Context: an optimization exercise on an open-source flow, tuned for small area. The choices shown serve that exercise and are no tape-out recipe. At most, simulation tests tie the RTL to the original design; equivalence was not proved. No functional check of the RTL was part of run 5. Power and IR drop assume default switching activity.

===== flow/config.mk =====
export PLATFORM = sky130hd
export DESIGN_NAME = sd_input
export DESIGN_NICKNAME = sd_input
export VERILOG_FILES = /design/flow/design.v
export SDC_FILE = /design/flow/constraint.sdc
export NUM_CORES = 4
export LEC_CHECK = 0
export ABC_AREA = 1
export CAP_MARGIN = 20
export CORE_MARGIN = 2
export CORE_UTILIZATION = 50
export CTS_BUF_LIST = sky130_fd_sc_hd__clkbuf_4 sky130_fd_sc_hd__clkbuf_8
export PLACE_DENSITY = 0.65
export SLEW_MARGIN = 20
export SYNTH_MEMORY_MAX_BITS = 100000

===== flow/constraint.sdc =====
create_clock -name core_clock -period 180.0 [get_ports {clk}]
set_input_delay 36.0000 -clock core_clock [delete_from_list [all_inputs] [get_ports {clk}]]
set_output_delay 36.0000 -clock core_clock [all_outputs]
set_load 0.01 [all_outputs]

===== flow/design.v =====
module sinc3_filter #(
    parameter RW  = 9,                  
    parameter W1  = 11,                 
    parameter W2  = 18,
    parameter W3  = 25,
    parameter DW  = 24,                 
    parameter NS  = 4,                  
    parameter NA  = 7,                  
    parameter PA  = 3,                  
    parameter NE  = 8,                  
    parameter EZ  = 0                   
) (
    input  wire          clk,
    input  wire          clr,           
    input  wire          edge_in,       
    input  wire          d,
    input  wire          xr,            
    input  wire          x2r,
    input  wire          x3r,
    input  wire [DW:0]   r3,            
    input  wire          zero,          
    input  wire [NE-1:0] e_init,        
    input  wire          start,         
    input  wire          hold_d,        
    output wire [23:0]   result         
);
    localparam NB = NE / NS;            
    reg  [W1-1:0] i1;
    reg  [W2-1:0] i2;
    reg  [W3-1:0] i3;
    wire dd = edge_in & d;
    wire [W1-1:0] cpart = (x2r ? 3 : 0) - (xr ? 3 : 0) - (x3r ? 1 : 0);
    wire [W1-1:0] u;
    wire [W2-1:0] v;
    wire [W3-1:0] k;
    wire          u_co, v_co, k_co;
    rca #(W1) u_add (.a(i1), .b(cpart), .ci(dd), .s(u), .co(u_co));
    rca #(W2) v_add (.a(i2), .b({{(W2-W1){u[W1-1]}}, u}), .ci(1'b0), .s(v), .co(v_co));
    rca #(W3) k_add (.a(i3), .b({{(W3-W2){v[W2-1]}}, v}), .ci(1'b0), .s(k), .co(k_co));
    always @(posedge clk) begin
        if (clr) begin
            i1 <= {W1{1'b0}};
            i2 <= {W2{1'b0}};
            i3 <= {W3{1'b0}};
        end else if (edge_in) begin
            i1 <= u;
            i2 <= v;
            i3 <= k;
        end
    end
    reg  [3:0]    ph;                   
    reg  [DW-1:0] rem;
    reg  [24:0]   a;
    reg  [NE-1:0] e;
    wire phA0 = (ph == 4'd0);
    wire phA  = (ph < NA);
    wire zb   = zero & (EZ == 0);       
    wire phB0 = zb | (ph == NA);
    wire phB  = zb | ((ph >= NA) && (ph < NA + NB));
    reg  [DW-1:0] rin;
    reg  [NS-1:0] bin;
    integer m;
    always @(*) begin
        rin = rem;
        bin = {NS{1'b0}};
        if (zb) begin
            rin = {{(DW-1){1'b0}}, 1'b1} << (25 - NE);
        end else if (phA0) begin
            rin = k[DW-1:0] >> PA;
            for (m = 0; m < PA; m = m + 1)
                bin[NS-PA+m] = k[m];
        end else if (phB0) begin
            rin = (rem >> NE) | ({{(DW-1){1'b0}}, 1'b1} << (25 - NE));
            bin = rem[NE-1:NE-NS];
        end else if (phB) begin
            bin = e[NE-1:NE-NS];
        end
    end
    wire [DW-1:0] rs [0:NS];
    wire [NS-1:0] qs;
    assign rs[0] = rin;
    genvar gs, gb;
    generate
        for (gs = 0; gs < NS; gs = gs + 1) begin : g_st
            wire [DW:0]   t = {rs[gs], bin[NS-1-gs]};
            wire [DW+1:0] bw;           
            wire [DW:0]   df;
            assign bw[0] = 1'b0;
            for (gb = 0; gb <= DW; gb = gb + 1) begin : g_b
                assign df[gb]   = t[gb] ^ r3[gb] ^ bw[gb];
                assign bw[gb+1] = (~t[gb] & r3[gb]) | (~(t[gb] ^ r3[gb]) & bw[gb]);
            end
            assign qs[NS-1-gs] = ~bw[DW+1];
            assign rs[gs+1] = bw[DW+1] ? t[DW-1:0] : df[DW-1:0];
        end
    endgenerate
    always @(posedge clk) begin
        rem <= rs[NS];
        if (zero)
            ph <= (EZ != 0) ? NA + NB : NA + 1;
        else if (start)
            ph <= 4'd0;
        else if (ph < NA + NB)
            ph <= ph + 4'd1;
        if (zero)
            a <= 25'd0;
        else if (phA)
            a <= {a[24-NS:0], qs};
        if (zero && EZ != 0)
            e <= e_init;
        else if (phB0)
            e <= {(zb ? {(NE-NS){1'b0}} : rem[NE-NS-1:0]), qs};
        else if (phB)
            e <= {e[NE-NS-1:0], qs};
    end
    wire [24:0] ae;
    wire        ae_co;
    rca #(25) o_add (.a(a), .b(hold_d ? {{(25-NE){1'b0}}, e} : 25'd0), .ci(1'b1),
                     .s(ae), .co(ae_co));
    wire [24:0] q = {ae_co, ae[24:1]};
    assign result = q[24] ? 24'h7FFFFF : {~q[23], q[22:0]};
endmodule
module rca #(
    parameter N = 8
) (
    input  wire [N-1:0] a,
    input  wire [N-1:0] b,
    input  wire         ci,
    output wire [N-1:0] s,
    output wire         co
);
    wire [N:0] c;
    assign c[0] = ci;
    genvar i;
    generate
        for (i = 0; i < N; i = i + 1) begin : g_bit
            assign s[i]   = a[i] ^ b[i] ^ c[i];
            assign c[i+1] = (a[i] & b[i]) | (c[i] & (a[i] ^ b[i]));
        end
    endgenerate
    assign co = c[N];
endmodule
module sd_input (
    input  wire        clk,
    input  wire        rst,
    input  wire        en,
    input  wire        cmp_en,
    input  wire [8:0]  ctl_osr,
    input  wire [5:0]  prot_osr,
    input  wire [7:0]  cmp_cnt,
    input  wire [15:0] thr_hi,
    input  wire [15:0] thr_lo,
    input  wire [14:0] hys,
    input  wire        smp,
    input  wire        d,
    output reg  [23:0] ctl_res,
    output reg  [23:0] prot_res,
    output reg         cmp,
    output reg         stuck,
    output wire        invalid
);
    wire [8:0] ctl_r  = (ctl_osr < 9'd64)   ? 9'd64  :
                        (ctl_osr > 9'd256)  ? 9'd256 : ctl_osr;
    wire [5:0] prot_r = (prot_osr < 6'd16)  ? 6'd16  :
                        (prot_osr > 6'd32)  ? 6'd32  : prot_osr;
    wire [7:0] cnt    = (cmp_cnt == 8'd0) ? 8'd1 : cmp_cnt;
    reg  en_q;
    wire clr   = en & ~en_q;             
    wire edge0 = smp & en & en_q;
    reg        v1, v2;
    always @(posedge clk) begin
        if (rst) begin
            en_q <= 1'b0;
            v1   <= 1'b0;
            v2   <= 1'b0;
        end else begin
            en_q <= en;
            v1   <= edge0;
            v2   <= v1;
        end
    end
    reg [767:0] hist;                    
    reg [9:0]   nedge;                   
    wire [9:0]  nedge_p1;
    wire        ne_co;
    rca #(10) ne_inc (.a(nedge), .b(10'd0), .ci(1'b1), .s(nedge_p1), .co(ne_co));
    always @(posedge clk) begin
        if (edge0)
            hist <= {hist[766:0], d};
        if (clr)
            nedge <= 10'd0;
        else if (edge0 && !(nedge[9] && nedge[8]))
            nedge <= nedge_p1;
    end
    wire [7:0]   ci = ctl_r - 9'd64;
    wire [4:0]   pi = prot_r - 6'd16;
    wire [15:0]  ci_lo = 16'd1 << ci[3:0];
    wire [12:0]  ci_hi = 13'd1 << ci[7:4];
    wire [207:0] tc1, tc2, tc3;
    wire [12:0]  gc1, gc2, gc3;
    wire [16:0]  tp1, tp2, tp3;
    genvar g;
    generate
        for (g = 0; g < 208; g = g + 1) begin : g_tc
            if (g < 193) begin : g_in
                assign tc1[g] = hist[g + 63] & ci_lo[g % 16];
                assign tc2[g] = hist[2 * g + 127] & ci_lo[g % 16];
                assign tc3[g] = hist[3 * g + 191] & ci_lo[g % 16];
            end else begin : g_out
                assign tc1[g] = 1'b0;
                assign tc2[g] = 1'b0;
                assign tc3[g] = 1'b0;
            end
        end
        for (g = 0; g < 13; g = g + 1) begin : g_gc
            assign gc1[g] = (|tc1[16 * g +: 16]) & ci_hi[g];
            assign gc2[g] = (|tc2[16 * g +: 16]) & ci_hi[g];
            assign gc3[g] = (|tc3[16 * g +: 16]) & ci_hi[g];
        end
        for (g = 0; g < 17; g = g + 1) begin : g_tp
            assign tp1[g] = hist[g + 15];
            assign tp2[g] = hist[2 * g + 31];
            assign tp3[g] = hist[3 * g + 47];
        end
    endgenerate
    wire [9:0] ctl_2r = {ctl_r, 1'b0};
    wire [9:0] ctl_3r;
    wire [6:0] prot_2r = {prot_r, 1'b0};
    wire [6:0] prot_3r;
    wire       c3_co, p3_co;
    rca #(10) c3_add (.a(ctl_2r), .b({1'b0, ctl_r}), .ci(1'b0), .s(ctl_3r), .co(c3_co));
    rca #(7)  p3_add (.a(prot_2r), .b({1'b0, prot_r}), .ci(1'b0), .s(prot_3r), .co(p3_co));
    wire c_m1, c_m2, c_m3, p_m1, p_m2, p_m3;
    uge #(10) c_ge1 (.a(nedge), .b({1'b0, ctl_r}), .ge(c_m1));
    uge #(10) c_ge2 (.a(nedge), .b(ctl_2r), .ge(c_m2));
    uge #(10) c_ge3 (.a(nedge), .b(ctl_3r), .ge(c_m3));
    uge #(10) p_ge1 (.a(nedge), .b({4'b0000, prot_r}), .ge(p_m1));
    uge #(10) p_ge2 (.a(nedge), .b({3'b000, prot_2r}), .ge(p_m2));
    uge #(10) p_ge3 (.a(nedge), .b({3'b000, prot_3r}), .ge(p_m3));
    wire c_x1 = (|gc1) & c_m1;
    wire c_x2 = (|gc2) & c_m2;
    wire c_x3 = (|gc3) & c_m3;
    wire p_x1 = tp1[pi] & p_m1;
    wire p_x2 = tp2[pi] & p_m2;
    wire p_x3 = tp3[pi] & p_m3;
    reg  [24:0] ctl_r3;
    always @(*) begin
        case (ctl_r)
            9'd64: ctl_r3 = 25'd262144;
            9'd65: ctl_r3 = 25'd274625;
            9'd66: ctl_r3 = 25'd287496;
            9'd67: ctl_r3 = 25'd300763;
            9'd68: ctl_r3 = 25'd314432;
            9'd69: ctl_r3 = 25'd328509;
            9'd70: ctl_r3 = 25'd343000;
            9'd71: ctl_r3 = 25'd357911;
            9'd72: ctl_r3 = 25'd373248;
            9'd73: ctl_r3 = 25'd389017;
            9'd74: ctl_r3 = 25'd405224;
            9'd75: ctl_r3 = 25'd421875;
            9'd76: ctl_r3 = 25'd438976;
            9'd77: ctl_r3 = 25'd456533;
            9'd78: ctl_r3 = 25'd474552;
            9'd79: ctl_r3 = 25'd493039;
            9'd80: ctl_r3 = 25'd512000;
            9'd81: ctl_r3 = 25'd531441;
            9'd82: ctl_r3 = 25'd551368;
            9'd83: ctl_r3 = 25'd571787;
            9'd84: ctl_r3 = 25'd592704;
            9'd85: ctl_r3 = 25'd614125;
            9'd86: ctl_r3 = 25'd636056;
            9'd87: ctl_r3 = 25'd658503;
            9'd88: ctl_r3 = 25'd681472;
            9'd89: ctl_r3 = 25'd704969;
            9'd90: ctl_r3 = 25'd729000;
            9'd91: ctl_r3 = 25'd753571;
            9'd92: ctl_r3 = 25'd778688;
            9'd93: ctl_r3 = 25'd804357;
            9'd94: ctl_r3 = 25'd830584;
            9'd95: ctl_r3 = 25'd857375;
            9'd96: ctl_r3 = 25'd884736;
            9'd97: ctl_r3 = 25'd912673;
            9'd98: ctl_r3 = 25'd941192;
            9'd99: ctl_r3 = 25'd970299;
            9'd100: ctl_r3 = 25'd1000000;
            9'd101: ctl_r3 = 25'd1030301;
            9'd102: ctl_r3 = 25'd1061208;
            9'd103: ctl_r3 = 25'd1092727;
            9'd104: ctl_r3 = 25'd1124864;
            9'd105: ctl_r3 = 25'd1157625;
            9'd106: ctl_r3 = 25'd1191016;
            9'd107: ctl_r3 = 25'd1225043;
            9'd108: ctl_r3 = 25'd1259712;
            9'd109: ctl_r3 = 25'd1295029;
            9'd110: ctl_r3 = 25'd1331000;
            9'd111: ctl_r3 = 25'd1367631;
            9'd112: ctl_r3 = 25'd1404928;
            9'd113: ctl_r3 = 25'd1442897;
            9'd114: ctl_r3 = 25'd1481544;
            9'd115: ctl_r3 = 25'd1520875;
            9'd116: ctl_r3 = 25'd1560896;
            9'd117: ctl_r3 = 25'd1601613;
            9'd118: ctl_r3 = 25'd1643032;
            9'd119: ctl_r3 = 25'd1685159;
            9'd120: ctl_r3 = 25'd1728000;
            9'd121: ctl_r3 = 25'd1771561;
            9'd122: ctl_r3 = 25'd1815848;
            9'd123: ctl_r3 = 25'd1860867;
            9'd124: ctl_r3 = 25'd1906624;
            9'd125: ctl_r3 = 25'd1953125;
            9'd126: ctl_r3 = 25'd2000376;
            9'd127: ctl_r3 = 25'd2048383;
            9'd128: ctl_r3 = 25'd2097152;
            9'd129: ctl_r3 = 25'd2146689;
            9'd130: ctl_r3 = 25'd2197000;
            9'd131: ctl_r3 = 25'd2248091;
            9'd132: ctl_r3 = 25'd2299968;
            9'd133: ctl_r3 = 25'd2352637;
            9'd134: ctl_r3 = 25'd2406104;
            9'd135: ctl_r3 = 25'd2460375;
            9'd136: ctl_r3 = 25'd2515456;
            9'd137: ctl_r3 = 25'd2571353;
            9'd138: ctl_r3 = 25'd2628072;
            9'd139: ctl_r3 = 25'd2685619;
            9'd140: ctl_r3 = 25'd2744000;
            9'd141: ctl_r3 = 25'd2803221;
            9'd142: ctl_r3 = 25'd2863288;
            9'd143: ctl_r3 = 25'd2924207;
            9'd144: ctl_r3 = 25'd2985984;
            9'd145: ctl_r3 = 25'd3048625;
            9'd146: ctl_r3 = 25'd3112136;
            9'd147: ctl_r3 = 25'd3176523;
            9'd148: ctl_r3 = 25'd3241792;
            9'd149: ctl_r3 = 25'd3307949;
            9'd150: ctl_r3 = 25'd3375000;
            9'd151: ctl_r3 = 25'd3442951;
            9'd152: ctl_r3 = 25'd3511808;
            9'd153: ctl_r3 = 25'd3581577;
            9'd154: ctl_r3 = 25'd3652264;
            9'd155: ctl_r3 = 25'd3723875;
            9'd156: ctl_r3 = 25'd3796416;
            9'd157: ctl_r3 = 25'd3869893;
            9'd158: ctl_r3 = 25'd3944312;
            9'd159: ctl_r3 = 25'd4019679;
            9'd160: ctl_r3 = 25'd4096000;
            9'd161: ctl_r3 = 25'd4173281;
            9'd162: ctl_r3 = 25'd4251528;
            9'd163: ctl_r3 = 25'd4330747;
            9'd164: ctl_r3 = 25'd4410944;
            9'd165: ctl_r3 = 25'd4492125;
            9'd166: ctl_r3 = 25'd4574296;
            9'd167: ctl_r3 = 25'd4657463;
            9'd168: ctl_r3 = 25'd4741632;
            9'd169: ctl_r3 = 25'd4826809;
            9'd170: ctl_r3 = 25'd4913000;
            9'd171: ctl_r3 = 25'd5000211;
            9'd172: ctl_r3 = 25'd5088448;
            9'd173: ctl_r3 = 25'd5177717;
            9'd174: ctl_r3 = 25'd5268024;
            9'd175: ctl_r3 = 25'd5359375;
            9'd176: ctl_r3 = 25'd5451776;
            9'd177: ctl_r3 = 25'd5545233;
            9'd178: ctl_r3 = 25'd5639752;
            9'd179: ctl_r3 = 25'd5735339;
            9'd180: ctl_r3 = 25'd5832000;
            9'd181: ctl_r3 = 25'd5929741;
            9'd182: ctl_r3 = 25'd6028568;
            9'd183: ctl_r3 = 25'd6128487;
            9'd184: ctl_r3 = 25'd6229504;
            9'd185: ctl_r3 = 25'd6331625;
            9'd186: ctl_r3 = 25'd6434856;
            9'd187: ctl_r3 = 25'd6539203;
            9'd188: ctl_r3 = 25'd6644672;
            9'd189: ctl_r3 = 25'd6751269;
            9'd190: ctl_r3 = 25'd6859000;
            9'd191: ctl_r3 = 25'd6967871;
            9'd192: ctl_r3 = 25'd7077888;
            9'd193: ctl_r3 = 25'd7189057;
            9'd194: ctl_r3 = 25'd7301384;
            9'd195: ctl_r3 = 25'd7414875;
            9'd196: ctl_r3 = 25'd7529536;
            9'd197: ctl_r3 = 25'd7645373;
            9'd198: ctl_r3 = 25'd7762392;
            9'd199: ctl_r3 = 25'd7880599;
            9'd200: ctl_r3 = 25'd8000000;
            9'd201: ctl_r3 = 25'd8120601;
            9'd202: ctl_r3 = 25'd8242408;
            9'd203: ctl_r3 = 25'd8365427;
            9'd204: ctl_r3 = 25'd8489664;
            9'd205: ctl_r3 = 25'd8615125;
            9'd206: ctl_r3 = 25'd8741816;
            9'd207: ctl_r3 = 25'd8869743;
            9'd208: ctl_r3 = 25'd8998912;
            9'd209: ctl_r3 = 25'd9129329;
            9'd210: ctl_r3 = 25'd9261000;
            9'd211: ctl_r3 = 25'd9393931;
            9'd212: ctl_r3 = 25'd9528128;
            9'd213: ctl_r3 = 25'd9663597;
            9'd214: ctl_r3 = 25'd9800344;
            9'd215: ctl_r3 = 25'd9938375;
            9'd216: ctl_r3 = 25'd10077696;
            9'd217: ctl_r3 = 25'd10218313;
            9'd218: ctl_r3 = 25'd10360232;
            9'd219: ctl_r3 = 25'd10503459;
            9'd220: ctl_r3 = 25'd10648000;
            9'd221: ctl_r3 = 25'd10793861;
            9'd222: ctl_r3 = 25'd10941048;
            9'd223: ctl_r3 = 25'd11089567;
            9'd224: ctl_r3 = 25'd11239424;
            9'd225: ctl_r3 = 25'd11390625;
            9'd226: ctl_r3 = 25'd11543176;
            9'd227: ctl_r3 = 25'd11697083;
            9'd228: ctl_r3 = 25'd11852352;
            9'd229: ctl_r3 = 25'd12008989;
            9'd230: ctl_r3 = 25'd12167000;
            9'd231: ctl_r3 = 25'd12326391;
            9'd232: ctl_r3 = 25'd12487168;
            9'd233: ctl_r3 = 25'd12649337;
            9'd234: ctl_r3 = 25'd12812904;
            9'd235: ctl_r3 = 25'd12977875;
            9'd236: ctl_r3 = 25'd13144256;
            9'd237: ctl_r3 = 25'd13312053;
            9'd238: ctl_r3 = 25'd13481272;
            9'd239: ctl_r3 = 25'd13651919;
            9'd240: ctl_r3 = 25'd13824000;
            9'd241: ctl_r3 = 25'd13997521;
            9'd242: ctl_r3 = 25'd14172488;
            9'd243: ctl_r3 = 25'd14348907;
            9'd244: ctl_r3 = 25'd14526784;
            9'd245: ctl_r3 = 25'd14706125;
            9'd246: ctl_r3 = 25'd14886936;
            9'd247: ctl_r3 = 25'd15069223;
            9'd248: ctl_r3 = 25'd15252992;
            9'd249: ctl_r3 = 25'd15438249;
            9'd250: ctl_r3 = 25'd15625000;
            9'd251: ctl_r3 = 25'd15813251;
            9'd252: ctl_r3 = 25'd16003008;
            9'd253: ctl_r3 = 25'd16194277;
            9'd254: ctl_r3 = 25'd16387064;
            9'd255: ctl_r3 = 25'd16581375;
            default: ctl_r3 = 25'd16777216;
        endcase
    end
    reg  [15:0] prot_r3;
    always @(*) begin
        case (prot_r)
            6'd16: prot_r3 = 16'd4096;
            6'd17: prot_r3 = 16'd4913;
            6'd18: prot_r3 = 16'd5832;
            6'd19: prot_r3 = 16'd6859;
            6'd20: prot_r3 = 16'd8000;
            6'd21: prot_r3 = 16'd9261;
            6'd22: prot_r3 = 16'd10648;
            6'd23: prot_r3 = 16'd12167;
            6'd24: prot_r3 = 16'd13824;
            6'd25: prot_r3 = 16'd15625;
            6'd26: prot_r3 = 16'd17576;
            6'd27: prot_r3 = 16'd19683;
            6'd28: prot_r3 = 16'd21952;
            6'd29: prot_r3 = 16'd24389;
            6'd30: prot_r3 = 16'd27000;
            6'd31: prot_r3 = 16'd29791;
            default: prot_r3 = 16'd32768;
        endcase
    end
    reg  [14:0] prot_e0;
    always @(*) begin
        case (prot_r)
            6'd16: prot_e0 = 15'd8192;
            6'd17: prot_e0 = 15'd6829;
            6'd18: prot_e0 = 15'd5753;
            6'd19: prot_e0 = 15'd4892;
            6'd20: prot_e0 = 15'd4194;
            6'd21: prot_e0 = 15'd3623;
            6'd22: prot_e0 = 15'd3151;
            6'd23: prot_e0 = 15'd2757;
            6'd24: prot_e0 = 15'd2427;
            6'd25: prot_e0 = 15'd2147;
            6'd26: prot_e0 = 15'd1909;
            6'd27: prot_e0 = 15'd1704;
            6'd28: prot_e0 = 15'd1528;
            6'd29: prot_e0 = 15'd1375;
            6'd30: prot_e0 = 15'd1242;
            6'd31: prot_e0 = 15'd1126;
            default: prot_e0 = 15'd1024;
        endcase
    end
    wire [23:0] ctl_q, prot_q;
    wire        zero = clr;
    sinc3_filter #(.RW(9), .W1(11), .W2(18), .W3(25), .DW(24),
                   .NS(4), .NA(7), .PA(3), .NE(8)) u_ctl (
        .clk(clk), .clr(clr), .edge_in(edge0), .d(d),
        .xr(c_x1), .x2r(c_x2), .x3r(c_x3), .r3(ctl_r3),
        .zero(zero), .e_init(8'd0), .start(v1), .hold_d(hist[0]),
        .result(ctl_q)
    );
    sinc3_filter #(.RW(6), .W1(8), .W2(12), .W3(16), .DW(15),
                   .NS(5), .NA(5), .PA(0), .NE(15), .EZ(1)) u_prot (
        .clk(clk), .clr(clr), .edge_in(edge0), .d(d),
        .xr(p_x1), .x2r(p_x2), .x3r(p_x3), .r3(prot_r3),
        .zero(zero), .e_init(prot_e0), .start(v1),
        .hold_d(edge0 ? d : hist[0]), .result(prot_q)
    );
    wire [15:0] pp = prot_q[23:8];
    wire        nz = |prot_q[7:0];
    wire [16:0] d1, d2;
    wire [17:0] d1h, d2h;
    wire        d1_co, d2_co, d1h_co, d2h_co;
    rca #(17) d1_sub (.a({pp[15], pp}), .b(~{thr_lo[15], thr_lo}), .ci(1'b1), .s(d1), .co(d1_co));
    rca #(17) d2_sub (.a({thr_hi[15], thr_hi}), .b(~{pp[15], pp}), .ci(1'b1), .s(d2), .co(d2_co));
    rca #(18) d1h_sub (.a({d1[16], d1}), .b(~{3'b000, hys}), .ci(1'b1), .s(d1h), .co(d1h_co));
    rca #(18) d2h_sub (.a({d2[16], d2}), .b(~{3'b000, hys}), .ci(~nz), .s(d2h), .co(d2h_co));
    reg  out_b, in_b;                    
    always @(posedge clk)
        if (edge0) begin
            out_b <= d1[16] | d2[16];
            in_b  <= ~d1h[17] & ~d2h[17];
        end
    wire outside = out_b;
    wire in_band = in_b;
    reg [7:0] n_out, n_in;
    wire [7:0] n_out_p1, n_in_p1;
    wire       no_co, ni_co;
    rca #(8) no_inc (.a(n_out), .b(8'd0), .ci(1'b1), .s(n_out_p1), .co(no_co));
    rca #(8) ni_inc (.a(n_in), .b(8'd0), .ci(1'b1), .s(n_in_p1), .co(ni_co));
    wire [7:0] n_out_n = outside ? ((n_out == 8'hFF) ? n_out : n_out_p1) : 8'd0;
    wire [7:0] n_in_n  = in_band ? ((n_in  == 8'hFF) ? n_in  : n_in_p1)  : 8'd0;
    wire       out_hit, in_hit;
    uge #(8) c_oh (.a(n_out_n), .b(cnt), .ge(out_hit));
    uge #(8) c_ih (.a(n_in_n), .b(cnt), .ge(in_hit));
    reg  [8:0] run;
    reg  [9:0] clear_in;
    wire       last   = hist[1] & (nedge > 10'd1);
    wire       change = hist[0] ^ last;
    wire [8:0] run_p1;
    wire [9:0] clear_d1, ctl_3r2;
    wire       ru_co, cd_co, c32_co;
    rca #(9)  ru_inc (.a(run), .b(9'd0), .ci(1'b1), .s(run_p1), .co(ru_co));
    rca #(10) cd_dec (.a(clear_in), .b(10'h3FF), .ci(1'b0), .s(clear_d1), .co(cd_co));
    rca #(10) c32_sub (.a(ctl_3r), .b(10'h3FE), .ci(1'b0), .s(ctl_3r2), .co(c32_co));
    wire [8:0] run_n  = change ? 9'd0 : ((run == 9'h1FF) ? run : run_p1);
    wire       stuck_m = (clear_in == 10'd1) ? 1'b0 : stuck;
    wire [9:0] clear_m = (clear_in != 10'd0)  ? clear_d1 :
                         (change && stuck)    ? ctl_3r2 : 10'd0;
    wire       hit     = (run_n == 9'd256);
    wire       stuck_n = hit ? 1'b1 : stuck_m;
    wire [9:0] clear_n = (hit && stuck_m) ? 10'd0 : clear_m;
    always @(posedge clk) begin
        if (rst) begin
            ctl_res  <= 24'd0;
            prot_res <= 24'd0;
            cmp      <= 1'b0;
            stuck    <= 1'b0;
            n_out    <= 8'd0;
            n_in     <= 8'd0;
            run      <= 9'd0;
            clear_in <= 10'd0;
        end else if (clr) begin
            stuck    <= 1'b0;
            n_out    <= 8'd0;
            n_in     <= 8'd0;
            run      <= 9'd0;
            clear_in <= 10'd0;
        end else if (!en) begin
            cmp      <= 1'b0;
            n_out    <= 8'd0;
            n_in     <= 8'd0;
        end else if (v2) begin
            ctl_res  <= ctl_q;
            prot_res <= prot_q;
            if (cmp_en) begin
                n_out <= n_out_n;
                n_in  <= n_in_n;
                if (!cmp && out_hit)
                    cmp <= 1'b1;
                else if (cmp && in_hit)
                    cmp <= 1'b0;
            end
            run      <= run_n;
            stuck    <= stuck_n;
            clear_in <= clear_n;
        end
    end
    assign invalid = ~en | stuck;
endmodule
module uge #(
    parameter N = 8
) (
    input  wire [N-1:0] a,
    input  wire [N-1:0] b,
    output wire         ge
);
    wire [N-1:0] s;
    rca #(N) u_sub (.a(a), .b(~b), .ci(1'b1), .s(s), .co(ge));
endmodule
module sge #(
    parameter N = 8
) (
    input  wire [N-1:0] a,
    input  wire [N-1:0] b,
    output wire         ge
);
    uge #(N) u_ge (.a({~a[N-1], a[N-2:0]}), .b({~b[N-1], b[N-2:0]}), .ge(ge));
endmodule

===== flow/run.sh =====
#!/bin/bash
# synth_recipe.tcl (not shown) runs the flow's synth.tcl, then flattens the netlist and writes it again
# the make line also repeats each setting of config.mk as NAME=value (left out here)
make -C /OpenROAD-flow-scripts/flow DESIGN_CONFIG=/design/flow/config.mk WORK_HOME=/design/flow/orfs CLKGATE_MAP_FILE= SYNTH_SCRIPT=/design/flow/synth_recipe.tcl finish

==> results of run 1 <==
area by class of cell:
type | count | area [um2]
Antenna cell | 3 | 7.51
Timing Repair Buffer | 194 | 1810
Fill cell | 9517 | 48400
Multi-Input combinational cell | 3258 | 23100
Sequential cell | 1076 | 29500
Inverter | 588 | 2220
Clock inverter | 59 | 488
Clock buffer | 254 | 3090
Tap cell | 1488 | 1860
kinds of logic (layout without fill, tap and decap cells):
family,after synthesis,after routing,synth area share [%]
AO/OA/AOI/OAI,1100,1100,12.2
XOR/XNOR,20,20,0.314
adder cells (fa/ha/maj),531,531,16.1
buffers and inverters,808,1095,5.72
flip-flops,1076,1076,52.9
multiplexers,80,80,1.44
other,0,3,0
AND/OR/NAND/NOR,1527,1527,11.3
path summary, 6_finish.rpt:
kind	to	slack [ns]	depth (start not counted)
setup / recovery	u_ctl.rem[1]$_DFF_P_	94.50	154
hold / removal	hist[629]$_DFFE_PP_	0.39	0
setup reg to reg	u_ctl.rem[1]$_DFF_P_	133.55	140
hold reg to reg	hist[629]$_DFFE_PP_	0.39	0
routing by layer:
| metal | up-vias | global-route usage, % | share of wire (%) |
|---|---|---|---|
| met5 | - | 0 | 0 |
| met4 | 0 | 10.9 | 3.9 |
| met3 | 350 | 5.36 | 9.2 |
| met2 | 2047 | 41.2 | 44 |
| met1 | 19700 | 40.6 | 43 |
| li1 | 18200 | - | - |
registers in the layout, indices dropped and copies added (netlist names), 9 cells and up:
signal	flops
u_prot.a	25
nedge	10
u_ctl.i1	11
prot_res	24
run	9
ctl_res	24
clear_in	10
u_prot.i2	12
u_prot.rem	15
u_prot.i3	15
u_ctl.rem	24
u_ctl.i2	18
hist	768
u_ctl.i3	24
u_prot.e	15
u_ctl.a	25
stage by stage:
step | worst slack (ns) | util (%) | hold WS, ns | total power [mW] | std cells
finish | 94.50 | 56.2 | 0.395 | 1.16 | 6920
global route | 92.38 | 56.2 | 0.380 | 1.26 | 6920
CTS | 94.65 | 56.2 | 0.380 | 1.16 | 6917
detailed placement | 93.76 | 52.9 | 0.405 | 0.936 | 6604
global placement | 94.56 | 52.9 | 0.400 | 0.913 | 6603
floorplan | 97.65 | - | 0.400 | 0.765 | 5142
where the power goes:
group / total [mW] / leakage [nW] / switching (mW) / internal, mW
sequential: 0.298 / 7.11 / 0.0101 / 0.288
clock: 0.218 / 1.89 / 0.102 / 0.116
combinational: 0.640 / 14.0 / 0.407 / 0.233
total: 1.16 / 23.0 / 0.519 / 0.637
synthesized netlist by cell type, types with 35 or more instances:
| master | instances | area (um2) |
|---|---|---|
| nand2_1 | 861 | 3230 |
| ha_1 | 222 | 2780 |
| dfxtp_1 | 283 | 5670 |
| nand4_1 | 35 | 219 |
| a22o_1 | 37 | 324 |
| buf_2 | 44 | 220 |
| a31oi_1 | 43 | 269 |
| a21oi_1 | 229 | 1150 |
| inv_1 | 560 | 2100 |
| clkbuf_1 | 147 | 552 |
| mux2i_1 | 80 | 801 |
| nand3_1 | 193 | 966 |
| fa_1 | 309 | 6190 |
| nor2_1 | 344 | 1290 |
| a221oi_1 | 118 | 1030 |
| nor3_1 | 45 | 225 |
| o21ai_0 | 451 | 2260 |
| edfxtp_1 | 793 | 23800 |
==> flow_summary.toml, run 1 <==
[final_layout]
final_nets = 5899
most-common-layout-cells = "861 x nand2_1, 793 x edfxtp_1, 558 x inv_1, 451 x o21ai_0, 338 x nor2_1"
area_growth_pct = 11.5
drive_gt1_share_pct = 8.14
final_common_cell = "nand2_1"
stdcell_area_um2 = 62100

[synthesis]
synthFlopType = "edfxtp_1"
synth_edf_count = 793
yosys_warnings = 3
syn-instance-count = 5142
netlist-cell-type-count = 70
syn_avg_cell_area_um2 = 10.8
ys_seq_area_share_pct = 52.9
syn_nets = 5749
syn_area_um2 = 55700
async_flop_share_pct = 0
synth-seq-cells = 1076

[floorplanning]
pin_count = 127
row_count = 122
fp.dieH_um = 338
die_x_um = 338
core_um2 = 111000
dieArea_um2 = 114000
initial_utilization_pct = 50.4

[route]
drc = 0
postRouteAntennaNets = 0
wl_per_cell_um = 22.9
wirelength_um = 158000
routed-via-count = 40300
drt_iter0_drc = 5175
viasPerCell = 5.82
drt_pre_antenna_iters = 7

[power]
power_density_nw_per_um2 = 18.6
power_leakage_nw = 23.0
ir_worst_vdd_mv = 0.0555

[timing]
relSlewSlack_pct = 17.2
fin_crit_ns = 85.50
clock.fmax_ghz = 0.0117
slew_viol_final = 0
min_period_over_period_pct = 47.5
worst_pin_slew_ns = 1.23
tns_ns = 0
finalSetupViolCount = 0
clock_skew_ns = 0.0666
hold_viol = 0
grt_setup_unrepaired = "no"

[clocking]
cts.sinks = 1076
holdBufCountCts = 0
cts_made_buffers = 174
cts_tree = "built"
cts_buffer_depth = 3
root_buffer = "clkbuf_8"
post_cts_buffers = 0
clock_latency_ns = 0.89
cts_resized = 0
cts.reportedPaths.clkPinSlew_ns = 0.06
htree_levels = 4

[grt]
grt_max_degree = 204
grt_use_total_pct = 27.8
antenna_found_initial = 3
grt_pass1_vias = 39300
grt_pass1_wl_um = 240000
overflow = 0

[critical_path]
crit-reg2reg-launch = "nedge[2]$_SDFFE_PP0P_"
path_max_fanout = 25
crit_path_max_incr_delay_ns = 0.74
worstSetupPathType = "primary input to flop"
crit_top_cell = "fa_1"
cp.arrival_ns = 86.24
crit_required_ns = 180.74
start_kind = "primary input"
crit_start = "ctl_osr[8]"
worst-path-buf-inv = 28
critical_path.slowest_cell = "inv_1"
endpoint_kind = "flop"
crit_family = "adder cells"

[run_status]
status = "no timing/DRC/antenna violations"

[placed_design]
place_area_um2 = 58500
place.detailed.hpwl_um = 107000
port_buffers = 126
gp_congestion = 1.05

[hold_path]
worstHoldStart = "hist[628]$_DFFE_PP_"
hold_class = "flop to flop"

[flow_run]
drv_cap = 0
==> run 2: changes to the inputs <==
--- a/flow/config.mk
+++ b/flow/config.mk
@@ -11,3 +11,4 @@
 export CORE_UTILIZATION = 50
-export CTS_BUF_LIST = sky130_fd_sc_hd__clkbuf_4 sky130_fd_sc_hd__clkbuf_8
+export CTS_CLUSTER_DIAMETER = 150
+export CTS_CLUSTER_SIZE = 24
 export PLACE_DENSITY = 0.65
==> run 2 against run 1 <==
Fmax down 0.11%. Worst hold slack gained 0.022 ns. Synthesized cell count is the same. Critical path depth did not move. Wire length is 1.8% lower. Global-route usage fell by 0.69 points. Combinational power hardly changed. First-iteration DRC count increased by 1.4%. Non-clock buffer count unchanged. Utilization fell by 1.9 points. Largest power group unchanged. Highest routed layer is now met5.
==> flow_summary.toml, run 2 <==
[run_status]
status = "no timing/DRC/antenna violations"

[grt]
grt_max_degree = 204
grt_pass1_wl_um = 235000
grt_use_total_pct = 27.1
antenna_found_initial = 2
grt_pass1_vias = 38000
overflow = 0

[floorplanning]
row_count = 122
fp.dieH_um = 338
core_um2 = 111000
dieArea_um2 = 114000
pin_count = 127
initial_utilization_pct = 50.4
die_x_um = 338

[clocking]
cts.sinks = 1076
post_cts_buffers = 0
cts_resized = 0
htree_levels = 2
cts_buffer_depth = 3
clock_latency_ns = 0.68
root_buffer = "clkbuf_16"
cts.reportedPaths.clkPinSlew_ns = 0.10
cts_tree = "built"
holdBufCountCts = 0
cts_made_buffers = 50

[placed_design]
place.detailed.hpwl_um = 107000
gp_congestion = 1.05
port_buffers = 126

[critical_path]
cp.arrival_ns = 86.17
endpoint_kind = "flop"
critical_path.slowest_cell = "inv_1"
r2r_slack_ns = 133.67
path_max_fanout = 25
reg2reg_to = "u_ctl.rem[1]$_DFF_P_"
worstSetupPathType = "primary input to flop"
crit_required_ns = 180.57
worstRegToRegCells = 140
crit_start = "ctl_osr[8]"
start_kind = "primary input"
crit_top_cell = "fa_1"
critical_path.endpoint = "u_ctl.rem[1]$_DFF_P_"
crit-reg2reg-launch = "nedge[2]$_SDFFE_PP0P_"
crit_path_max_incr_delay_ns = 0.73

[route]
wirelength_um = 156000
drt_iter0_drc = 5246
wl_per_cell_um = 23.3
viasPerCell = 5.88
drt_pre_antenna_iters = 7
postRouteAntennaNets = 0
drc = 0
routed-via-count = 39300

[final_layout]
top_register = "hist"
area_growth_pct = 7.61
final_nets = 5775
final_common_cell = "nand2_1"
seq_area_um2 = 29500
final_util_pct = 54.2
most-common-layout-cells = "861 x nand2_1, 793 x edfxtp_1, 558 x inv_1, 451 x o21ai_0, 338 x nor2_1"
largest_reg_flops = 768
reg_top3 = "hist x768, u_ctl.a x25, u_prot.a x25"
nFillCells = 9692
multiInputGateArea_um2 = 23100
drive_gt1_share_pct = 4.06

[timing]
min_period_over_period_pct = 47.6
grt_setup_unrepaired = "no"
slew_viol_final = 0
worst_pin_slew_ns = 1.17
clock_skew_ns = 0.0391
tns_ns = 0
hold_viol = 0
finalSetupViolCount = 0
clock.fmax_ghz = 0.0117
relSlewSlack_pct = 21.5
fin_crit_ns = 85.59

[synthesis]
yosysMostFrequentCell = "nand2_1"
synth_top_area_share_pct = 42.8
syn_area_um2 = 55700
netlist-cell-type-count = 70
yosysTopAreaCell = "edfxtp_1"
synth.area.top_cells = "edfxtp_1 43%, fa_1 11%, dfxtp_1 10%"
syn-instance-count = 5142
syn_nets = 5749
yosys_warnings = 3
synthTopCellsByCount = "861 x nand2_1, 793 x edfxtp_1, 560 x inv_1"
synthFlopType = "edfxtp_1"
async_flop_share_pct = 0
ys_seq_area_share_pct = 52.9
syn_avg_cell_area_um2 = 10.8
synth-seq-cells = 1076
synth_edf_count = 793

[hold_path]
hold_class = "flop to flop"

[power]
clkPwrFrac_pct = 12.3
power_density_nw_per_um2 = 17.8
internal_power_uw = 574
power.switching_uw = 493
combinationalPowerShare_pct = 59.8
power_leakage_nw = 21.8
swShare_pct = 46.2
ir_worst_vdd_mv = 0.0519
pwr-share-seq_pct = 27.9

[flow_run]
drv_cap = 0
-- run 2: final cells by class --
| type | count | area share (%) |
|---|---|---|
| Multi-Input combinational cell | 3258 | 38.6 |
| Antenna cell | 1 | 0.00417 |
| Tap cell | 1488 | 3.11 |
| Clock buffer | 75 | 2.24 |
| Inverter | 588 | 3.70 |
| Clock inverter | 3 | 0.150 |
| Timing Repair Buffer | 194 | 3.02 |
| Sequential cell | 1076 | 49.2 |
-- run 2: stage by stage --
stage	std cells	setup slack, ns	hold slack (ns)	area (um2)	power (mW)
floorplan	5142	97.65	0.400	55700	0.765
global placement	6603	94.56	0.400	58500	0.913
detailed placement	6604	93.76	0.405	58500	0.936
CTS	6682	94.46	0.417	59900	1.07
global route	6682	92.22	0.423	59900	1.17
finish	6683	94.41	0.416	59900	1.07
-- run 2: metal layers --
metal	share of wire, %	GRT usage (%)	up-vias
met2	44	40.6	1852
li1	-	-	17900
met1	44	40.3	19300
met4	4.0	9.84	2
met5	0.0084	0	-
met3	8.6	4.02	315
-- run 2: worst min-delay path by stage --
stage	from	to	slack (ns)	cells past startpoint
after detailed placement	hist[270]$_DFFE_PP_	hist[271]$_DFFE_PP_	0.40	0
after CTS	hist[553]$_DFFE_PP_	hist[554]$_DFFE_PP_	0.42	0
after floorplan	hist[9]$_DFFE_PP_	hist[10]$_DFFE_PP_	0.40	0
after global placement	hist[537]$_DFFE_PP_	hist[538]$_DFFE_PP_	0.40	0
final	hist[372]$_DFFE_PP_	hist[373]$_DFFE_PP_	0.42	0
after global routing	hist[631]$_DFFE_PP_	hist[632]$_DFFE_PP_	0.42	0
-- run 2: critical path: cells and delay by family --
family | cells | cell delay (ns)
XOR/XNOR | 3 | 1.17
adder cells (fa/ha/maj) | 105 | 40.53
AND/OR/NAND/NOR | 10 | 1.87
buffers and inverters | 28 | 5.49
AO/OA/AOI/OAI | 8 | 0.98
-- run 2: logic make-up (layout without fill, tap and decap cells) --
| family | Yosys count | in the layout | synth area share, % |
|---|---|---|---|
| and+or+nand+nor | 1527 | 1527 | 11.3 |
| muxes | 80 | 80 | 1.44 |
| xor gates and xnor gates | 20 | 20 | 0.314 |
| adders and majority gates | 531 | 531 | 16.1 |
| other | 0 | 1 | 0 |
| buffers and inverters | 808 | 860 | 5.72 |
| AOI/OAI and AO/OA | 1100 | 1100 | 12.2 |
| DFF | 1076 | 1076 | 52.9 |
-- run 2: power groups by stage --
stage / Clock, mW / Combinational, mW / Sequential [mW]
CTS: 0.135 / 0.636 / 0.298
finish: 0.132 / 0.638 / 0.298
global placement: 0 / 0.610 / 0.303
global route: 0.143 / 0.730 / 0.299
floorplan: 0 / 0.461 / 0.303
detailed placement: 0 / 0.632 / 0.303
==> run 3: changes to the inputs <==
--- a/flow/config.mk
+++ b/flow/config.mk
@@ -11,4 +11,2 @@
 export CORE_UTILIZATION = 50
-export CTS_CLUSTER_DIAMETER = 150
-export CTS_CLUSTER_SIZE = 24
 export PLACE_DENSITY = 0.65
==> run 3 against run 2 <==
Via count up 1.1%. Utilization up 1.9 points. Critical path depth unchanged. Worst setup slack worse by 0.099 ns. Wire length up 1.2%. Count of clock-buffer cells in the layout up 60. First-iteration DRC count down 2.0%. Final cell count up 1.9%. Clock power up about 70%. Critical endpoint unchanged. Largest power group unchanged.
==> flow_summary.toml, run 3 <==
[route]
routed-via-count = 39800
drt_pre_antenna_iters = 6
wl_per_cell_um = 23.1
viasPerCell = 5.84
drt_iter0_drc = 5141
drc = 0
postRouteAntennaNets = 0
wirelength_um = 157000

[clocking]
cts.reportedPaths.clkPinSlew_ns = 0.07
holdBufCountCts = 0
cts_made_buffers = 109
cts_tree = "built"
cts_buffer_depth = 3
cts.sinks = 1076
post_cts_buffers = 0
cts_resized = 0
root_buffer = "clkbuf_16"
clock_latency_ns = 0.72
htree_levels = 3

[grt]
grt_use_total_pct = 27.6
overflow = 0
grt_pass1_vias = 38800
antenna_found_initial = 1
grt_pass1_wl_um = 238000
grt_max_degree = 204

[timing]
tns_ns = 0
finalSetupViolCount = 0
fin_crit_ns = 85.69
relSlewSlack_pct = 17.9
clock.fmax_ghz = 0.0117
worst_pin_slew_ns = 1.22
setup_slack_ns = 94.31
grt_setup_unrepaired = "no"
hold_viol = 0
clock_skew_ns = 0.0599
min_period_over_period_pct = 47.6
slew_viol_final = 0
hold_ws_ns = 0.400

[synthesis]
synth.area.top_cells = "edfxtp_1 43%, fa_1 11%, dfxtp_1 10%"
yosys_warnings = 3
syn-instance-count = 5142
synth_top_area_share_pct = 42.8
synth_edf_count = 793
yosysTopAreaCell = "edfxtp_1"
synthTopCellsByCount = "861 x nand2_1, 793 x edfxtp_1, 560 x inv_1"
netlist-cell-type-count = 70
synthFlopType = "edfxtp_1"
syn_area_um2 = 55700
synth-seq-cells = 1076
syn_nets = 5749
ys_seq_area_share_pct = 52.9
syn_avg_cell_area_um2 = 10.8
yosysMostFrequentCell = "nand2_1"
async_flop_share_pct = 0

[critical_path]
critical_path.slowest_cell = "inv_1"
r2r_slack_ns = 133.58
reg2reg_to = "u_ctl.rem[1]$_DFF_P_"
worstSetupPathType = "primary input to flop"
start_kind = "primary input"
crit-reg2reg-launch = "nedge[2]$_SDFFE_PP0P_"
cp.arrival_ns = 86.28
worst-path-buf-inv = 28
path_max_fanout = 25
worstRegToRegCells = 140
crit_required_ns = 180.58
crit_top_cell = "fa_1"
crit_family = "adder cells"
endpoint_kind = "flop"
crit_path_max_incr_delay_ns = 0.74

[power]
power_density_nw_per_um2 = 18.7
power_leakage_nw = 22.8
ir_worst_vdd_mv = 0.0544

[hold_path]
min_delay_worst_endpoint = "hist[76]$_DFFE_PP_"
hold_class = "flop to flop"
min_path_cells = 0
worstHoldStart = "hist[75]$_DFFE_PP_"

[floorplanning]
pin_count = 127
die_x_um = 338
core_um2 = 111000
fp.dieH_um = 338
row_count = 122
initial_utilization_pct = 50.4
dieArea_um2 = 114000

[placed_design]
port_buffers = 126
place_area_um2 = 58500
place_inst = 6604
place.detailed.hpwl_um = 107000
dp_slack_ns = 93.76
gp_congestion = 1.05

[final_layout]
reg_top3 = "hist x768, u_ctl.a x25, u_prot.a x25"
final_nets = 5834
antenna_cells = 0
area_growth_pct = 11.4
stdcell_area_um2 = 62100
drive_gt1_share_pct = 6.15
most-common-layout-cells = "861 x nand2_1, 793 x edfxtp_1, 558 x inv_1, 451 x o21ai_0, 338 x nor2_1"
largest_reg_flops = 768
nFillCells = 9494
fin_cells = 6807
final_common_cell = "nand2_1"
top_register = "hist"

[run_status]
status = "no timing/DRC/antenna violations"

[flow_run]
drv_cap = 0
-- run 3: cell counts after synthesis --
Identical to the previous run, type by type.
-- run 3: power breakdown --
group	internal, mW	switching, mW	leakage, nW
logic	0.232	0.407	14.0
clock network	0.125	0.0995	1.73
registers	0.288	0.0101	7.11
total	0.646	0.517	22.8
-- run 3: kinds of logic after synthesis --
logic type | count (synthesis) | share of synthesized area, %
XOR/XNOR | 20 | 0.314
adder cells (fa/ha/maj) | 531 | 16.1
buffers and inverters | 808 | 5.72
AND/OR/NAND/NOR | 1527 | 11.3
flip-flops | 1076 | 52.9
AO/OA/AOI/OAI | 1100 | 12.2
multiplexers | 80 | 1.44
-- run 3: final cells by class --
type | count | area, um2 | area share, %
flip-flops and latches | 1076 | 29500 | 47.5
multi-input cells | 3258 | 23100 | 37.3
clock buffers | 135 | 2940 | 4.74
inverters | 588 | 2220 | 3.58
well taps | 1488 | 1860 | 3.00
repair buffers | 194 | 1810 | 2.92
clock inverters | 68 | 609 | 0.982
-- run 3: worst max path at each step --
| stage | startpoint | end | slack [ns] | cells after the start |
|---|---|---|---|---|
| after detailed placement | ctl_osr[8] | u_ctl.rem[1]$_DFF_P_ | 93.76 | 154 |
| after floorplan | ctl_osr[5] | u_ctl.a[0]$_SDFFE_PP0N_ | 97.65 | 154 |
| final | ctl_osr[8] | u_ctl.rem[1]$_DFF_P_ | 94.31 | 154 |
| after global routing | ctl_osr[8] | u_ctl.rem[1]$_DFF_P_ | 92.21 | 154 |
| after global placement | ctl_osr[8] | u_ctl.rem[1]$_DFF_P_ | 94.56 | 155 |
| after CTS | ctl_osr[8] | u_ctl.rem[1]$_DFF_P_ | 94.47 | 154 |
-- run 3: routing by layer --
layer,share of wire (%),up-vias,global-route usage (%),wire length [um]
met3,9.2,331,5.12,14500
met5,0,-,0,0
met2,44,1922,41.3,69200
li1,-,18100,-,-
met1,43,19500,40.1,67900
met4,3.8,0,10.4,5960
-- run 3: stage by stage --
| step | util (%) | total power [mW] |
|---|---|---|
| final | 56.1 | 1.16 |
| after global routing | 56.1 | 1.27 |
| after CTS | 56.1 | 1.16 |
| after detailed placement | 52.9 | 0.936 |
| after global placement | 52.9 | 0.913 |
| after floorplan | - | 0.765 |
==> run 4: changes to the inputs <==
--- a/flow/config.mk
+++ b/flow/config.mk
@@ -11,2 +11,4 @@
 export CORE_UTILIZATION = 50
+export CTS_CLUSTER_DIAMETER = 100
+export CTS_CLUSTER_SIZE = 30
 export PLACE_DENSITY = 0.65
==> run 4 against run 3 <==
Largest power group unchanged. Worst hold slack improved by 0.017 ns. Sequential power barely moved. Synthesized cell count did not move. Highest routed layer is now met5.
==> flow_summary.toml, run 4 <==
[run_status]
status = "no timing/DRC/antenna violations"

[placed_design]
port_buffers = 126
place.detailed.hpwl_um = 107000
gp_congestion = 1.05
dp_slack_ns = 93.76
place_area_um2 = 58500

[power]
power.switching_uw = 499
power_leakage_nw = 21.8
clkPwrFrac_pct = 12.4
ir_worst_vdd_mv = 0.0524
swShare_pct = 46.6
pwr-share-seq_pct = 27.8
internal_power_uw = 572
combinationalPowerShare_pct = 59.8
power_density_nw_per_um2 = 17.9

[critical_path]
cp.arrival_ns = 86.18
crit_path_max_incr_delay_ns = 0.73
start_kind = "primary input"
crit_required_ns = 180.59
reg2reg_to = "u_ctl.rem[1]$_DFF_P_"
crit-reg2reg-launch = "nedge[2]$_SDFFE_PP0P_"
endpoint_kind = "flop"
r2r_slack_ns = 133.59
crit_top_cell = "fa_1"
worstSetupPathType = "primary input to flop"
critical_path.slowest_cell = "inv_1"
worstRegToRegCells = 140
path_max_fanout = 25

[clocking]
cts.sinks = 1076
cts_made_buffers = 46
cts.reportedPaths.clkPinSlew_ns = 0.12
cts_resized = 0
root_buffer = "clkbuf_16"
cts_buffer_depth = 3
cts_tree = "built"
clock_latency_ns = 0.69
htree_levels = 2
post_cts_buffers = 0
holdBufCountCts = 0

[synthesis]
yosysMostFrequentCell = "nand2_1"
synth_top_area_share_pct = 42.8
synth-seq-cells = 1076
syn_area_um2 = 55700
synthFlopType = "edfxtp_1"
yosysTopAreaCell = "edfxtp_1"
ys_seq_area_share_pct = 52.9
async_flop_share_pct = 0
synth.area.top_cells = "edfxtp_1 43%, fa_1 11%, dfxtp_1 10%"
yosys_warnings = 3
netlist-cell-type-count = 70
syn-instance-count = 5142
synth_edf_count = 793
synthTopCellsByCount = "861 x nand2_1, 793 x edfxtp_1, 560 x inv_1"
syn_nets = 5749
syn_avg_cell_area_um2 = 10.8

[hold_path]
min_delay_worst_endpoint = "hist[409]$_DFFE_PP_"
hold_class = "flop to flop"
min_path_cells = 0
worstHoldStart = "hist[408]$_DFFE_PP_"

[route]
wirelength_um = 156000
routed-via-count = 39300
drc = 0
wl_per_cell_um = 23.3
postRouteAntennaNets = 0
drt_pre_antenna_iters = 6
drt_iter0_drc = 5202
viasPerCell = 5.88

[timing]
clock_skew_ns = 0.0563
fin_crit_ns = 85.60
clock.fmax_ghz = 0.0117
setup_slack_ns = 94.40
grt_setup_unrepaired = "no"
slew_viol_final = 0
min_period_over_period_pct = 47.6
worst_pin_slew_ns = 1.23
hold_viol = 0
tns_ns = 0
finalSetupViolCount = 0
relSlewSlack_pct = 17.6

[floorplanning]
dieArea_um2 = 114000
initial_utilization_pct = 50.4
fp.dieH_um = 338
die_x_um = 338
core_um2 = 111000
row_count = 122
pin_count = 127

[final_layout]
largest_reg_flops = 768
top_register = "hist"
drive_gt1_share_pct = 4.24
area_growth_pct = 7.75
nFillCells = 9675
final_nets = 5772
reg_top3 = "hist x768, u_ctl.a x25, u_prot.a x25"
multiInputGateArea_um2 = 23100
most-common-layout-cells = "861 x nand2_1, 793 x edfxtp_1, 558 x inv_1, 451 x o21ai_0, 338 x nor2_1"
antenna_cells = 0
final_common_cell = "nand2_1"
stdcell_area_um2 = 60000
seq_area_um2 = 29500

[grt]
overflow = 0
grt_max_degree = 204
grt_pass1_vias = 37900
grt_pass1_wl_um = 235000
grt_use_total_pct = 27.1
antenna_found_initial = 1

[flow_run]
drv_cap = 0
run 4: cell counts after synthesis:
No cell type changed its count.
run 4: worst max-delay path by stage:
| stage | from | to | slack [ns] | cells after the start |
|---|---|---|---|---|
| 3_5_place_dp | ctl_osr[8] | u_ctl.rem[1]$_DFF_P_ | 93.76 | 154 |
| 5_1_grt | ctl_osr[8] | u_ctl.rem[1]$_DFF_P_ | 92.24 | 154 |
| 6_report | ctl_osr[8] | u_ctl.rem[1]$_DFF_P_ | 94.40 | 154 |
| 2_1_floorplan | ctl_osr[5] | u_ctl.a[0]$_SDFFE_PP0N_ | 97.65 | 154 |
| 3_3_place_gp | ctl_osr[8] | u_ctl.rem[1]$_DFF_P_ | 94.56 | 155 |
| 4_1_cts | ctl_osr[8] | u_ctl.rem[1]$_DFF_P_ | 94.48 | 154 |
run 4: cell type report:
cell class,instances,share of cell area (%)
clock inverters,14,0.421
repair buffers,195,3.06
flip-flops and latches,1076,49.1
multi-input cells,3258,38.5
well taps,1488,3.10
inverters,588,3.70
clock buffers,62,2.05
run 4: cells by family (layout without fill, tap and decap cells):
| group | after synthesis | count (layout) | synth area share, % |
|---|---|---|---|
| DFF | 1076 | 1076 | 52.9 |
| and+or+nand+nor | 1527 | 1527 | 11.3 |
| adders and majority gates | 531 | 531 | 16.1 |
| AOI/OAI and AO/OA | 1100 | 1100 | 12.2 |
| muxes | 80 | 80 | 1.44 |
| xor gates and xnor gates | 20 | 20 | 0.314 |
| buffers and inverters | 808 | 859 | 5.72 |
run 4: per-stage QoR:
stage / hold WS, ns / std cells / util, % / power, mW
floorplan: 0.400 / 5142 / - / 0.765
global placement: 0.400 / 6603 / 52.9 / 0.913
detailed placement: 0.405 / 6604 / 52.9 / 0.936
CTS: 0.413 / 6680 / 54.3 / 1.07
global route: 0.425 / 6681 / 54.3 / 1.17
finish: 0.418 / 6681 / 54.3 / 1.07
run 4: routing by layer:
layer / share of wire [%] / vias up / track usage (%)
li1: - / 17800 / -
met4: 3.9 / 2 / 9.69
met3: 8.2 / 293 / 3.80
met2: 44 / 1758 / 40.7
met1: 44 / 19400 / 40.3
met5: 0.0084 / - / 0
run 4: worst max-delay path, delay by kind of cell:
| family | cells | cell delay, ns |
|---|---|---|
| AOI/OAI and AO/OA | 8 | 0.95 |
| buffers and inverters | 28 | 5.48 |
| adders and majority gates | 105 | 40.60 |
| xor gates and xnor gates | 3 | 1.17 |
| and+or+nand+nor | 10 | 1.88 |
run 4: power groups by stage:
stage	Sequential (mW)	Combinational (mW)	Clock, mW
finish	0.298	0.640	0.133
global route	0.299	0.729	0.144
CTS	0.298	0.637	0.137
detailed placement	0.303	0.632	0
global placement	0.303	0.610	0
floorplan	0.303	0.461	0
==> run 5: changes to the inputs <==
--- a/flow/design.v
+++ b/flow/design.v
@@ -512,20 +512,15 @@
     rca #(18) d2h_sub (.a({d2[16], d2}), .b(~{3'b000, hys}), .ci(~nz), .s(d2h), .co(d2h_co));
-    reg  out_b, in_b;                    
+    wire outside = d1[16] | d2[16];
+    wire in_band = ~d1h[17] & ~d2h[17];
+    reg        cls_b;                    
     always @(posedge clk)
-        if (edge0) begin
-            out_b <= d1[16] | d2[16];
-            in_b  <= ~d1h[17] & ~d2h[17];
-        end
-    wire outside = out_b;
-    wire in_band = in_b;
-    reg [7:0] n_out, n_in;
-    wire [7:0] n_out_p1, n_in_p1;
-    wire       no_co, ni_co;
-    rca #(8) no_inc (.a(n_out), .b(8'd0), .ci(1'b1), .s(n_out_p1), .co(no_co));
-    rca #(8) ni_inc (.a(n_in), .b(8'd0), .ci(1'b1), .s(n_in_p1), .co(ni_co));
-    wire [7:0] n_out_n = outside ? ((n_out == 8'hFF) ? n_out : n_out_p1) : 8'd0;
-    wire [7:0] n_in_n  = in_band ? ((n_in  == 8'hFF) ? n_in  : n_in_p1)  : 8'd0;
-    wire       out_hit, in_hit;
-    uge #(8) c_oh (.a(n_out_n), .b(cnt), .ge(out_hit));
-    uge #(8) c_ih (.a(n_in_n), .b(cnt), .ge(in_hit));
+        if (edge0)
+            cls_b <= cmp ? in_band : outside;
+    reg  [7:0] n_cls;
+    wire [7:0] n_cls_p1;
+    wire       nc_co;
+    rca #(8) nc_inc (.a(n_cls), .b(8'd0), .ci(1'b1), .s(n_cls_p1), .co(nc_co));
+    wire [7:0] n_cls_n = cls_b ? ((n_cls == 8'hFF) ? n_cls : n_cls_p1) : 8'd0;
+    wire       cls_hit;
+    uge #(8) c_hit (.a(n_cls_n), .b(cnt), .ge(cls_hit));
     reg  [8:0] run;
@@ -553,4 +548,3 @@
             stuck    <= 1'b0;
-            n_out    <= 8'd0;
-            n_in     <= 8'd0;
+            n_cls    <= 8'd0;
             run      <= 9'd0;
@@ -559,4 +553,3 @@
             stuck    <= 1'b0;
-            n_out    <= 8'd0;
-            n_in     <= 8'd0;
+            n_cls    <= 8'd0;
             run      <= 9'd0;
@@ -565,4 +558,3 @@
             cmp      <= 1'b0;
-            n_out    <= 8'd0;
-            n_in     <= 8'd0;
+            n_cls    <= 8'd0;
         end else if (v2) begin
@@ -571,8 +563,8 @@
             if (cmp_en) begin
-                n_out <= n_out_n;
-                n_in  <= n_in_n;
-                if (!cmp && out_hit)
-                    cmp <= 1'b1;
-                else if (cmp && in_hit)
-                    cmp <= 1'b0;
+                if (cls_hit) begin
+                    cmp   <= ~cmp;
+                    n_cls <= 8'd0;
+                end else begin
+                    n_cls <= n_cls_n;
+                end
             end
--- a/flow/config.mk
+++ b/flow/config.mk
@@ -11,4 +11,4 @@
 export CORE_UTILIZATION = 50
-export CTS_CLUSTER_DIAMETER = 100
-export CTS_CLUSTER_SIZE = 30
+export CTS_CLUSTER_DIAMETER = 120
+export CTS_CLUSTER_SIZE = 20
 export PLACE_DENSITY = 0.65
==> run 5 against run 4 <==
Still clean. Die area shrank 1.1%. Synthesized cell count shrank 1.1%. Worst hold slack lost 0.0030 ns. Wire length shrank 0.91%. Sequential share of layout area grew 0.13 points. Critical path depth shrank 6. Clock power grew 5%. Final cell count shrank 1.8%. Largest power group unchanged.
==> flow_summary.toml, run 5 <==
[run_status]
status = "no timing/DRC/antenna violations"

[timing]
slew_viol_final = 0
fin_crit_ns = 85.47
min_period_over_period_pct = 47.5
hold_ws_ns = 0.415
grt_setup_unrepaired = "no"
tns_ns = 0
clock_skew_ns = 0.0555
relSlewSlack_pct = 26.4
worst_pin_slew_ns = 1.10
finalSetupViolCount = 0
clock.fmax_ghz = 0.0117
hold_viol = 0

[floorplanning]
initial_utilization_pct = 50.5
fp.dieH_um = 336
dieArea_um2 = 113000
pin_count = 127
row_count = 121
die_x_um = 336
core_um2 = 109000

[synthesis]
syn_area_um2 = 55100
synth_edf_count = 792
synth-seq-cells = 1067
syn-instance-count = 5085
synthTopCellsByCount = "889 x nand2_1, 792 x edfxtp_1, 541 x inv_1"
syn_avg_cell_area_um2 = 10.8
synthFlopType = "edfxtp_1"
yosysTopAreaCell = "edfxtp_1"
synth.area.top_cells = "edfxtp_1 43%, fa_1 11%, dfxtp_1 10%"
async_flop_share_pct = 0
yosysMostFrequentCell = "nand2_1"
syn_nets = 5677
netlist-cell-type-count = 69
ys_seq_area_share_pct = 53.2
synth_top_area_share_pct = 43.2
yosys_warnings = 3

[critical_path]
critical_path.slowest_cell = "clkdlybuf4s50_1"
r2r_slack_ns = 133.54
path_max_fanout = 29
endpoint_kind = "flop"
worstSetupPathType = "primary input to flop"
crit_top_cell = "fa_1"
crit_required_ns = 180.58
cp.arrival_ns = 86.05
start_kind = "primary input"
crit_path_max_incr_delay_ns = 0.80

[route]
viasPerCell = 5.91
drt_iter0_drc = 4635
postRouteAntennaNets = 0
wirelength_um = 154000
drt_pre_antenna_iters = 7
routed-via-count = 38800
wl_per_cell_um = 23.5
drc = 0

[clocking]
holdBufCountCts = 0
root_buffer = "clkbuf_16"
htree_levels = 2
clock_latency_ns = 0.71
cts.reportedPaths.clkPinSlew_ns = 0.08
cts.sinks = 1067
cts_buffer_depth = 3
cts_tree = "built"
post_cts_buffers = 0
cts_made_buffers = 59
cts_resized = 0

[power]
power_density_nw_per_um2 = 17.4
ir_worst_vdd_mv = 0.0482
power_leakage_nw = 21.7

[final_layout]
largest_reg_flops = 768
multiInputGateArea_um2 = 22800
final_common_cell = "nand2_1"
reg_top3 = "hist x768, u_ctl.a x25, u_prot.a x25"
most-common-layout-cells = "889 x nand2_1, 792 x edfxtp_1, 539 x inv_1, 402 x o21ai_0, 363 x nor2_1"
final_nets = 5717
area_growth_pct = 8.02
seq_area_um2 = 29300
top_register = "hist"
nFillCells = 9424
drive_gt1_share_pct = 4.20

[grt]
grt.met1_usage_pct = 40.0
use_met3_pct = 4.49
grt_pass1_wl_um = 234000
grt_pass1_vias = 37500
met2_usage_pct = 41.3
grt_use_total_pct = 27.3
antenna_found_initial = 2
overflow = 0
grt.busiest_layer = "met2"
grt_max_degree = 209

[flow_run]
drv_cap = 0

[hold_path]
hold_class = "flop to flop"

[placed_design]
gp_congestion = 1.03
place.detailed.hpwl_um = 108000
port_buffers = 126
-- run 5: path summary, 6_finish.rpt --
check,startpoint,to,cells past startpoint
max,ctl_osr[8],u_ctl.rem[1]$_DFF_P_,148
min,hist[687]$_DFFE_PP_,hist[688]$_DFFE_PP_,0
max reg2reg,nedge[2]$_SDFFE_PP0P_,u_ctl.rem[1]$_DFF_P_,140
min reg2reg,hist[687]$_DFFE_PP_,hist[688]$_DFFE_PP_,0
-- run 5: cells by family after synthesis --
kind of cell	synth area share [%]
AOI/OAI and AO/OA	11.4
DFF	53.2
adders and majority gates	15.9
muxes	1.45
and+or+nand+nor	12.2
buffers and inverters	5.59
xor gates and xnor gates	0.302
-- run 5: routing by layer --
metal	vias up	share of wire, %
met5	-	0
met4	0	4.0
met3	329	8.8
met2	1772	44
met1	19000	43
li1	17700	-
-- run 5: final cells by class --
class,instances,area share (%)
flip-flops and latches,1067,49.3
multi-input cells,3231,38.3
inverters,573,3.64
repair buffers,193,3.04
well taps,1414,2.98
clock buffers,74,2.58
clock inverters,5,0.160
diodes,4,0.0168
-- run 5: critical path, delay by kind of cell --
kind,cells,cell delay (ns)
adders and majority gates,97,38.83
buffers and inverters,23,5.78
xor gates and xnor gates,2,0.56
and+or+nand+nor,17,2.43
AOI/OAI and AO/OA,9,2.31
-- run 5: stage by stage --
step / cell area, um2 / total power [mW] / setup slack [ns] / utilization (%) / cells
3_5_place_dp: 57800 / 0.900 / 93.97 / 53.0 / 6477
2_1_floorplan: 55100 / 0.755 / 97.74 / - / 5085
6_report: 59500 / 1.03 / 94.53 / 54.6 / 6561
5_1_grt: 59500 / 1.14 / 92.68 / 54.5 / 6559
4_1_cts: 59400 / 1.04 / 94.57 / 54.5 / 6556
3_3_place_gp: 57800 / 0.883 / 94.40 / 53.0 / 6477
-- run 5: power by group --
| group | internal [mW] | switching, mW |
|---|---|---|
| registers | 0.286 | 0.0101 |
| clock network | 0.0603 | 0.0782 |
| logic | 0.224 | 0.373 |
| total | 0.571 | 0.462 |

port drivers added, routing unchanged:
In the flow no input, the clock included, has a driving cell. The finished layouts below were timed again as built, in two steps.
Step 1: set_driving_cell puts a clkbuf_16 on clk and a buf_2 on each other input, an assumption about the parent block.
Step 2 moves the port delays by t, midway between the first and last clock arrival at a register: inputs arrive t later, outputs are due t later. That takes back most of the time a late clock gives input paths.
Slacks: no drivers / after step 1 / after step 2; pairs: no drivers / after step 1.
run | t, ns | setup slack, ns | latest minus earliest clock arrival (ns) | worst register clock-pin slew, ns | pins driven straight from the clock port
run 1 | 0.928 | 94.500 / 94.550 / 93.622 | 0.067 / 0.067 | 0.07 / 0.07 | 1
run 2 | 0.734 | 94.406 / 94.454 / 93.720 | 0.041 / 0.040 | 0.12 / 0.12 | 1
run 3 | 0.767 | 94.306 / 94.356 / 93.589 | 0.062 / 0.062 | 0.07 / 0.07 | 1
run 4 | 0.736 | 94.401 / 94.451 / 93.714 | 0.058 / 0.059 | 0.12 / 0.12 | 1
run 5 | 0.754 | 94.530 / 94.576 / 93.823 | 0.055 / 0.055 | 0.10 / 0.10 | 1
After both steps setup and hold are still met in every run listed. The setup slack of run 1, which loses most, moves by +0.050 ns with the drivers and by -0.878 ns with both steps.
